From an optimization exercise on the open Yosys and OpenROAD flow, aimed at small area and a short achievable clock period; shortcuts taken in it are not production practice. Function was checked by simulation only, so behaviour that the tests miss may differ from the original.

==> inputs of exp/lagoon <==
Design le_fpu, start of the top module:
module le_fpu (
    input  wire        clk,
    input  wire        rst,         
    input  wire        in_valid,
    input  wire [31:0] in_insn,
    input  wire [31:0] in_a,        
    input  wire [31:0] in_b,        
    output reg         out_valid,
    output reg         out_fault,   
    output reg         out_wen,     
    output reg  [4:0]  out_rd,
    output reg  [31:0] out_data
);
    wire [5:0] op   = in_insn[31:26];
    wire [4:0] f_rb = in_insn[15:11];
    wire [4:0] f_rc = in_insn[10:6];
    wire [5:0] func = in_insn[5:0];
    reg legal;
    always @(*) begin
        legal = 1'b0;
        if (op == 6'h04) begin
            case (func)
                6'h00, 6'h01, 6'h02, 6'h07, 6'h08:
                    legal = (f_rc == 5'd0);
                6'h09, 6'h0A, 6'h0B, 6'h0C, 6'h0D, 6'h0E:
                    legal = (f_rb == 5'd0) && (f_rc == 5'd0);
                default:
                    legal = 1'b0;
            endcase
        end
    end
    wire f_add  = (func[5:1] == 5'b00000);              
    wire f_sub  = func[0];
    wire f_mul  = (func == 6'h02);
    wire f_mm   = (func == 6'h07) || (func == 6'h08);
    wire f_min  = (func == 6'h07);
    wire f_abs  = (func == 6'h09);
    wire f_neg  = (func == 6'h0A);
    wire f_cif  = (func == 6'h0B) || (func == 6'h0D);   
    wire f_qif  = func[2];                               
    wire f_cfi  = (func == 6'h0C) || (func == 6'h0E);   
    wire f_qfi  = func[1];                               
    wire f_pass = f_mm | f_abs | f_neg;
  ...
clock: 16.0 ns
lec_check: 0
cap_margin: 20
core_margin: 2
core_utilization: 45
slew_margin: 20
synth_hierarchical: 1
synth_minimum_keep_size: 0
standard.sh (not shown) runs the stock make flow with config.mk's settings and CLKGATE_MAP_FILE= SYNTH_SCRIPT=/design/flow/synth_recipe.tcl, a recipe that flattens the netlist after the stock synthesis.
==> flow/flow/run.sh <==
#!/bin/bash
set -euo pipefail
export SETUP_SLACK_MARGIN=${SETUP_SLACK_MARGIN:-6.5}
export BUFFER_PORTS_ARGS="-buffer_cell sky130_fd_sc_hd__buf_2"
bash standard.sh > run.log 2>&1
==> exp/sierra: changes against exp/lagoon <==
--- a/flow/design.v
+++ b/flow/design.v
@@ -161,10 +161,173 @@
     le_fpu_ac u_p5_23 (.a(p3_23), .b(p4_15), .y(p5_23));
     wire [23:0] c = {p5_22, p5_21, p5_20, p5_19, p5_18, p5_17, p5_16, p4_15, p4_14, p4_13, p4_12, p4_11, p4_10, p4_9, p4_8, p3_7, p3_6, p3_5, p3_4, p2_3, p2_2, p1_1, x[0], 1'b1} & {24{cin}};
     assign s = x ^ c;
     assign cout = cin & p5_23;
 endmodule
+module le_fpu_add31 (
+    input  wire [30:0] x,
+    input  wire [30:0] y,
+    input  wire        cin,
+    output wire [30:0] s,
+    output wire        cout
+);
+    wire [30:0] p0 = x ^ y;
+    wire [30:0] g0 = x & y;
+    wire gc0 = g0[0] | (p0[0] & cin);
+    wire g1_1;
+    le_fpu_gc u_g1_1 (.gh(g0[1]), .ph(p0[1]), .gl(gc0), .g(g1_1));
+    wire g1_3, p1_3;
+    le_fpu_pc u_g1_3 (.gh(g0[3]), .ph(p0[3]), .gl(g0[2]), .pl(p0[2]), .g(g1_3), .p(p1_3));
+    wire g1_5, p1_5;
+    le_fpu_pc u_g1_5 (.gh(g0[5]), .ph(p0[5]), .gl(g0[4]), .pl(p0[4]), .g(g1_5), .p(p1_5));
+    wire g1_7, p1_7;
+    le_fpu_pc u_g1_7 (.gh(g0[7]), .ph(p0[7]), .gl(g0[6]), .pl(p0[6]), .g(g1_7), .p(p1_7));
+    wire g1_9, p1_9;
+    le_fpu_pc u_g1_9 (.gh(g0[9]), .ph(p0[9]), .gl(g0[8]), .pl(p0[8]), .g(g1_9), .p(p1_9));
+    wire g1_11, p1_11;
+    le_fpu_pc u_g1_11 (.gh(g0[11]), .ph(p0[11]), .gl(g0[10]), .pl(p0[10]), .g(g1_11), .p(p1_11));
+    wire g1_13, p1_13;
+    le_fpu_pc u_g1_13 (.gh(g0[13]), .ph(p0[13]), .gl(g0[12]), .pl(p0[12]), .g(g1_13), .p(p1_13));
+    wire g1_15, p1_15;
+    le_fpu_pc u_g1_15 (.gh(g0[15]), .ph(p0[15]), .gl(g0[14]), .pl(p0[14]), .g(g1_15), .p(p1_15));
+    wire g1_17, p1_17;
+    le_fpu_pc u_g1_17 (.gh(g0[17]), .ph(p0[17]), .gl(g0[16]), .pl(p0[16]), .g(g1_17), .p(p1_17));
+    wire g1_19, p1_19;
+    le_fpu_pc u_g1_19 (.gh(g0[19]), .ph(p0[19]), .gl(g0[18]), .pl(p0[18]), .g(g1_19), .p(p1_19));
+    wire g1_21, p1_21;
+    le_fpu_pc u_g1_21 (.gh(g0[21]), .ph(p0[21]), .gl(g0[20]), .pl(p0[20]), .g(g1_21), .p(p1_21));
+    wire g1_23, p1_23;
+    le_fpu_pc u_g1_23 (.gh(g0[23]), .ph(p0[23]), .gl(g0[22]), .pl(p0[22]), .g(g1_23), .p(p1_23));
+    wire g1_25, p1_25;
+    le_fpu_pc u_g1_25 (.gh(g0[25]), .ph(p0[25]), .gl(g0[24]), .pl(p0[24]), .g(g1_25), .p(p1_25));
+    wire g1_27, p1_27;
+    le_fpu_pc u_g1_27 (.gh(g0[27]), .ph(p0[27]), .gl(g0[26]), .pl(p0[26]), .g(g1_27), .p(p1_27));
+    wire g1_29, p1_29;
+    le_fpu_pc u_g1_29 (.gh(g0[29]), .ph(p0[29]), .gl(g0[28]), .pl(p0[28]), .g(g1_29), .p(p1_29));
+    wire g2_2;
+    le_fpu_gc u_g2_2 (.gh(g0[2]), .ph(p0[2]), .gl(g1_1), .g(g2_2));
+    wire g2_3;
+    le_fpu_gc u_g2_3 (.gh(g1_3), .ph(p1_3), .gl(g1_1), .g(g2_3));
+    wire g2_6, p2_6;
+    le_fpu_pc u_g2_6 (.gh(g0[6]), .ph(p0[6]), .gl(g1_5), .pl(p1_5), .g(g2_6), .p(p2_6));
+    wire g2_7, p2_7;
+    le_fpu_pc u_g2_7 (.gh(g1_7), .ph(p1_7), .gl(g1_5), .pl(p1_5), .g(g2_7), .p(p2_7));
+    wire g2_10, p2_10;
+    le_fpu_pc u_g2_10 (.gh(g0[10]), .ph(p0[10]), .gl(g1_9), .pl(p1_9), .g(g2_10), .p(p2_10));
+    wire g2_11, p2_11;
+    le_fpu_pc u_g2_11 (.gh(g1_11), .ph(p1_11), .gl(g1_9), .pl(p1_9), .g(g2_11), .p(p2_11));
+    wire g2_14, p2_14;
+    le_fpu_pc u_g2_14 (.gh(g0[14]), .ph(p0[14]), .gl(g1_13), .pl(p1_13), .g(g2_14), .p(p2_14));
+    wire g2_15, p2_15;
+    le_fpu_pc u_g2_15 (.gh(g1_15), .ph(p1_15), .gl(g1_13), .pl(p1_13), .g(g2_15), .p(p2_15));
+    wire g2_18, p2_18;
+    le_fpu_pc u_g2_18 (.gh(g0[18]), .ph(p0[18]), .gl(g1_17), .pl(p1_17), .g(g2_18), .p(p2_18));
+    wire g2_19, p2_19;
+    le_fpu_pc u_g2_19 (.gh(g1_19), .ph(p1_19), .gl(g1_17), .pl(p1_17), .g(g2_19), .p(p2_19));
+    wire g2_22, p2_22;
+    le_fpu_pc u_g2_22 (.gh(g0[22]), .ph(p0[22]), .gl(g1_21), .pl(p1_21), .g(g2_22), .p(p2_22));
+    wire g2_23, p2_23;
+    le_fpu_pc u_g2_23 (.gh(g1_23), .ph(p1_23), .gl(g1_21), .pl(p1_21), .g(g2_23), .p(p2_23));
+    wire g2_26, p2_26;
+    le_fpu_pc u_g2_26 (.gh(g0[26]), .ph(p0[26]), .gl(g1_25), .pl(p1_25), .g(g2_26), .p(p2_26));
+    wire g2_27, p2_27;
+    le_fpu_pc u_g2_27 (.gh(g1_27), .ph(p1_27), .gl(g1_25), .pl(p1_25), .g(g2_27), .p(p2_27));
+    wire g2_30, p2_30;
+    le_fpu_pc u_g2_30 (.gh(g0[30]), .ph(p0[30]), .gl(g1_29), .pl(p1_29), .g(g2_30), .p(p2_30));
+    wire g3_4;
+    le_fpu_gc u_g3_4 (.gh(g0[4]), .ph(p0[4]), .gl(g2_3), .g(g3_4));
+    wire g3_5;
+    le_fpu_gc u_g3_5 (.gh(g1_5), .ph(p1_5), .gl(g2_3), .g(g3_5));
+    wire g3_6;
+    le_fpu_gc u_g3_6 (.gh(g2_6), .ph(p2_6), .gl(g2_3), .g(g3_6));
+    wire g3_7;
+    le_fpu_gc u_g3_7 (.gh(g2_7), .ph(p2_7), .gl(g2_3), .g(g3_7));
+    wire g3_12, p3_12;
+    le_fpu_pc u_g3_12 (.gh(g0[12]), .ph(p0[12]), .gl(g2_11), .pl(p2_11), .g(g3_12), .p(p3_12));
+    wire g3_13, p3_13;
+    le_fpu_pc u_g3_13 (.gh(g1_13), .ph(p1_13), .gl(g2_11), .pl(p2_11), .g(g3_13), .p(p3_13));
+    wire g3_14, p3_14;
+    le_fpu_pc u_g3_14 (.gh(g2_14), .ph(p2_14), .gl(g2_11), .pl(p2_11), .g(g3_14), .p(p3_14));
+    wire g3_15, p3_15;
+    le_fpu_pc u_g3_15 (.gh(g2_15), .ph(p2_15), .gl(g2_11), .pl(p2_11), .g(g3_15), .p(p3_15));
+    wire g3_20, p3_20;
+    le_fpu_pc u_g3_20 (.gh(g0[20]), .ph(p0[20]), .gl(g2_19), .pl(p2_19), .g(g3_20), .p(p3_20));
+    wire g3_21, p3_21;
+    le_fpu_pc u_g3_21 (.gh(g1_21), .ph(p1_21), .gl(g2_19), .pl(p2_19), .g(g3_21), .p(p3_21));
+    wire g3_22, p3_22;
+    le_fpu_pc u_g3_22 (.gh(g2_22), .ph(p2_22), .gl(g2_19), .pl(p2_19), .g(g3_22), .p(p3_22));
+    wire g3_23, p3_23;
+    le_fpu_pc u_g3_23 (.gh(g2_23), .ph(p2_23), .gl(g2_19), .pl(p2_19), .g(g3_23), .p(p3_23));
+    wire g3_28, p3_28;
+    le_fpu_pc u_g3_28 (.gh(g0[28]), .ph(p0[28]), .gl(g2_27), .pl(p2_27), .g(g3_28), .p(p3_28));
+    wire g3_29, p3_29;
+    le_fpu_pc u_g3_29 (.gh(g1_29), .ph(p1_29), .gl(g2_27), .pl(p2_27), .g(g3_29), .p(p3_29));
+    wire g3_30, p3_30;
+    le_fpu_pc u_g3_30 (.gh(g2_30), .ph(p2_30), .gl(g2_27), .pl(p2_27), .g(g3_30), .p(p3_30));
+    wire g4_8;
+    le_fpu_gc u_g4_8 (.gh(g0[8]), .ph(p0[8]), .gl(g3_7), .g(g4_8));
+    wire g4_9;
+    le_fpu_gc u_g4_9 (.gh(g1_9), .ph(p1_9), .gl(g3_7), .g(g4_9));
+    wire g4_10;
+    le_fpu_gc u_g4_10 (.gh(g2_10), .ph(p2_10), .gl(g3_7), .g(g4_10));
+    wire g4_11;
+    le_fpu_gc u_g4_11 (.gh(g2_11), .ph(p2_11), .gl(g3_7), .g(g4_11));
+    wire g4_12;
+    le_fpu_gc u_g4_12 (.gh(g3_12), .ph(p3_12), .gl(g3_7), .g(g4_12));
+    wire g4_13;
+    le_fpu_gc u_g4_13 (.gh(g3_13), .ph(p3_13), .gl(g3_7), .g(g4_13));
+    wire g4_14;
+    le_fpu_gc u_g4_14 (.gh(g3_14), .ph(p3_14), .gl(g3_7), .g(g4_14));
+    wire g4_15;
+    le_fpu_gc u_g4_15 (.gh(g3_15), .ph(p3_15), .gl(g3_7), .g(g4_15));
+    wire g4_24, p4_24;
+    le_fpu_pc u_g4_24 (.gh(g0[24]), .ph(p0[24]), .gl(g3_23), .pl(p3_23), .g(g4_24), .p(p4_24));
+    wire g4_25, p4_25;
+    le_fpu_pc u_g4_25 (.gh(g1_25), .ph(p1_25), .gl(g3_23), .pl(p3_23), .g(g4_25), .p(p4_25));
+    wire g4_26, p4_26;
+    le_fpu_pc u_g4_26 (.gh(g2_26), .ph(p2_26), .gl(g3_23), .pl(p3_23), .g(g4_26), .p(p4_26));
+    wire g4_27, p4_27;
+    le_fpu_pc u_g4_27 (.gh(g2_27), .ph(p2_27), .gl(g3_23), .pl(p3_23), .g(g4_27), .p(p4_27));
+    wire g4_28, p4_28;
+    le_fpu_pc u_g4_28 (.gh(g3_28), .ph(p3_28), .gl(g3_23), .pl(p3_23), .g(g4_28), .p(p4_28));
+    wire g4_29, p4_29;
+    le_fpu_pc u_g4_29 (.gh(g3_29), .ph(p3_29), .gl(g3_23), .pl(p3_23), .g(g4_29), .p(p4_29));
+    wire g4_30, p4_30;
+    le_fpu_pc u_g4_30 (.gh(g3_30), .ph(p3_30), .gl(g3_23), .pl(p3_23), .g(g4_30), .p(p4_30));
+    wire g5_16;
+    le_fpu_gc u_g5_16 (.gh(g0[16]), .ph(p0[16]), .gl(g4_15), .g(g5_16));
+    wire g5_17;
+    le_fpu_gc u_g5_17 (.gh(g1_17), .ph(p1_17), .gl(g4_15), .g(g5_17));
+    wire g5_18;
+    le_fpu_gc u_g5_18 (.gh(g2_18), .ph(p2_18), .gl(g4_15), .g(g5_18));
+    wire g5_19;
+    le_fpu_gc u_g5_19 (.gh(g2_19), .ph(p2_19), .gl(g4_15), .g(g5_19));
+    wire g5_20;
+    le_fpu_gc u_g5_20 (.gh(g3_20), .ph(p3_20), .gl(g4_15), .g(g5_20));
+    wire g5_21;
+    le_fpu_gc u_g5_21 (.gh(g3_21), .ph(p3_21), .gl(g4_15), .g(g5_21));
+    wire g5_22;
+    le_fpu_gc u_g5_22 (.gh(g3_22), .ph(p3_22), .gl(g4_15), .g(g5_22));
+    wire g5_23;
+    le_fpu_gc u_g5_23 (.gh(g3_23), .ph(p3_23), .gl(g4_15), .g(g5_23));
+    wire g5_24;
+    le_fpu_gc u_g5_24 (.gh(g4_24), .ph(p4_24), .gl(g4_15), .g(g5_24));
+    wire g5_25;
+    le_fpu_gc u_g5_25 (.gh(g4_25), .ph(p4_25), .gl(g4_15), .g(g5_25));
+    wire g5_26;
+    le_fpu_gc u_g5_26 (.gh(g4_26), .ph(p4_26), .gl(g4_15), .g(g5_26));
+    wire g5_27;
+    le_fpu_gc u_g5_27 (.gh(g4_27), .ph(p4_27), .gl(g4_15), .g(g5_27));
+    wire g5_28;
+    le_fpu_gc u_g5_28 (.gh(g4_28), .ph(p4_28), .gl(g4_15), .g(g5_28));
+    wire g5_29;
+    le_fpu_gc u_g5_29 (.gh(g4_29), .ph(p4_29), .gl(g4_15), .g(g5_29));
+    wire g5_30;
+    le_fpu_gc u_g5_30 (.gh(g4_30), .ph(p4_30), .gl(g4_15), .g(g5_30));
+    assign s = p0 ^ {g5_29, g5_28, g5_27, g5_26, g5_25, g5_24, g5_23, g5_22, g5_21, g5_20, g5_19, g5_18, g5_17, g5_16, g4_15, g4_14, g4_13, g4_12, g4_11, g4_10, g4_9, g4_8, g3_7, g3_6, g3_5, g3_4, g2_3, g2_2, g1_1, gc0, cin};
+    assign cout = g5_30;
+endmodule
 module le_fpu_add8 (
     input  wire [7:0] x,
     input  wire [7:0] y,
     input  wire        cin,
     output wire [7:0] s,
@@ -1928,11 +2091,19 @@
     wire        b_zero = (eb == 8'd0);
     wire        b_emax = (eb == 8'hFF);
     wire        b_fnz  = (fb != 23'd0);
     wire        b_inf  = b_emax & ~b_fnz;
     wire        b_nan  = b_emax & b_fnz;
-    wire a_ge = (in_a[30:0] >= in_b[30:0]);
+    wire [30:0] cmp_d;
+    wire        a_ge;
+    le_fpu_add31 u_cmp (
+        .x   (in_a[30:0]),
+        .y   (~in_b[30:0]),
+        .cin (1'b1),
+        .s   (cmp_d),
+        .cout(a_ge)
+    );
     wire a_eq = (in_a[30:0] == in_b[30:0]);
     wire        sb_eff  = sb ^ f_sub;
     wire        eff_sub = sa ^ sb_eff;
     wire        sel_a   = ~f_add | ~a_ge;
     wire        z_sel   = sel_a ? a_zero : b_zero;
==> flow/flow/run.sh (replaced) <==
#!/bin/bash
set -euo pipefail
export SETUP_SLACK_MARGIN=${SETUP_SLACK_MARGIN:-6}
export BUFFER_PORTS_ARGS="-buffer_cell sky130_fd_sc_hd__buf_2"
bash standard.sh > run.log 2>&1
==> notes <==
Clock-buffer cell count is the same in exp/lagoon and exp/sierra.
Between exp/lagoon and exp/sierra, the lower via count is in exp/sierra (gap about 1.3%, measured against exp/sierra).
Worst setup slack: exp/sierra is lower than exp/lagoon (340 ps).
Critical path depth is the same in exp/lagoon and exp/sierra.

[afterwards: timing with drivers on the ports]
In the flow no input, the clock included, has a driving cell. The finished layouts below were timed again as built, in two steps. Step 1 assumes that a clkbuf_16 drives the clock port and a buf_2 every other input. Step 2 moves the port delays by t, midway between the first and last clock arrival at a register: inputs arrive t later, outputs are due t later. That takes back most of the time a late clock gives input paths. Three values: no drivers, after step 1, after step 2; two values: the first two.
run	t, ns	setup slack, ns	worst hold slack (ns)
exp/lagoon	0.390	6.514 / 6.495 / 6.106	2.948 / 2.921 / 3.310
exp/sierra	0.388	6.173 / 6.177 / 5.790	2.943 / 2.921 / 3.309
After both steps every run listed still meets setup and hold. For exp/lagoon, which loses most, drivers alone change the setup slack by -0.019 ns; drivers and shift together by -0.408 ns.
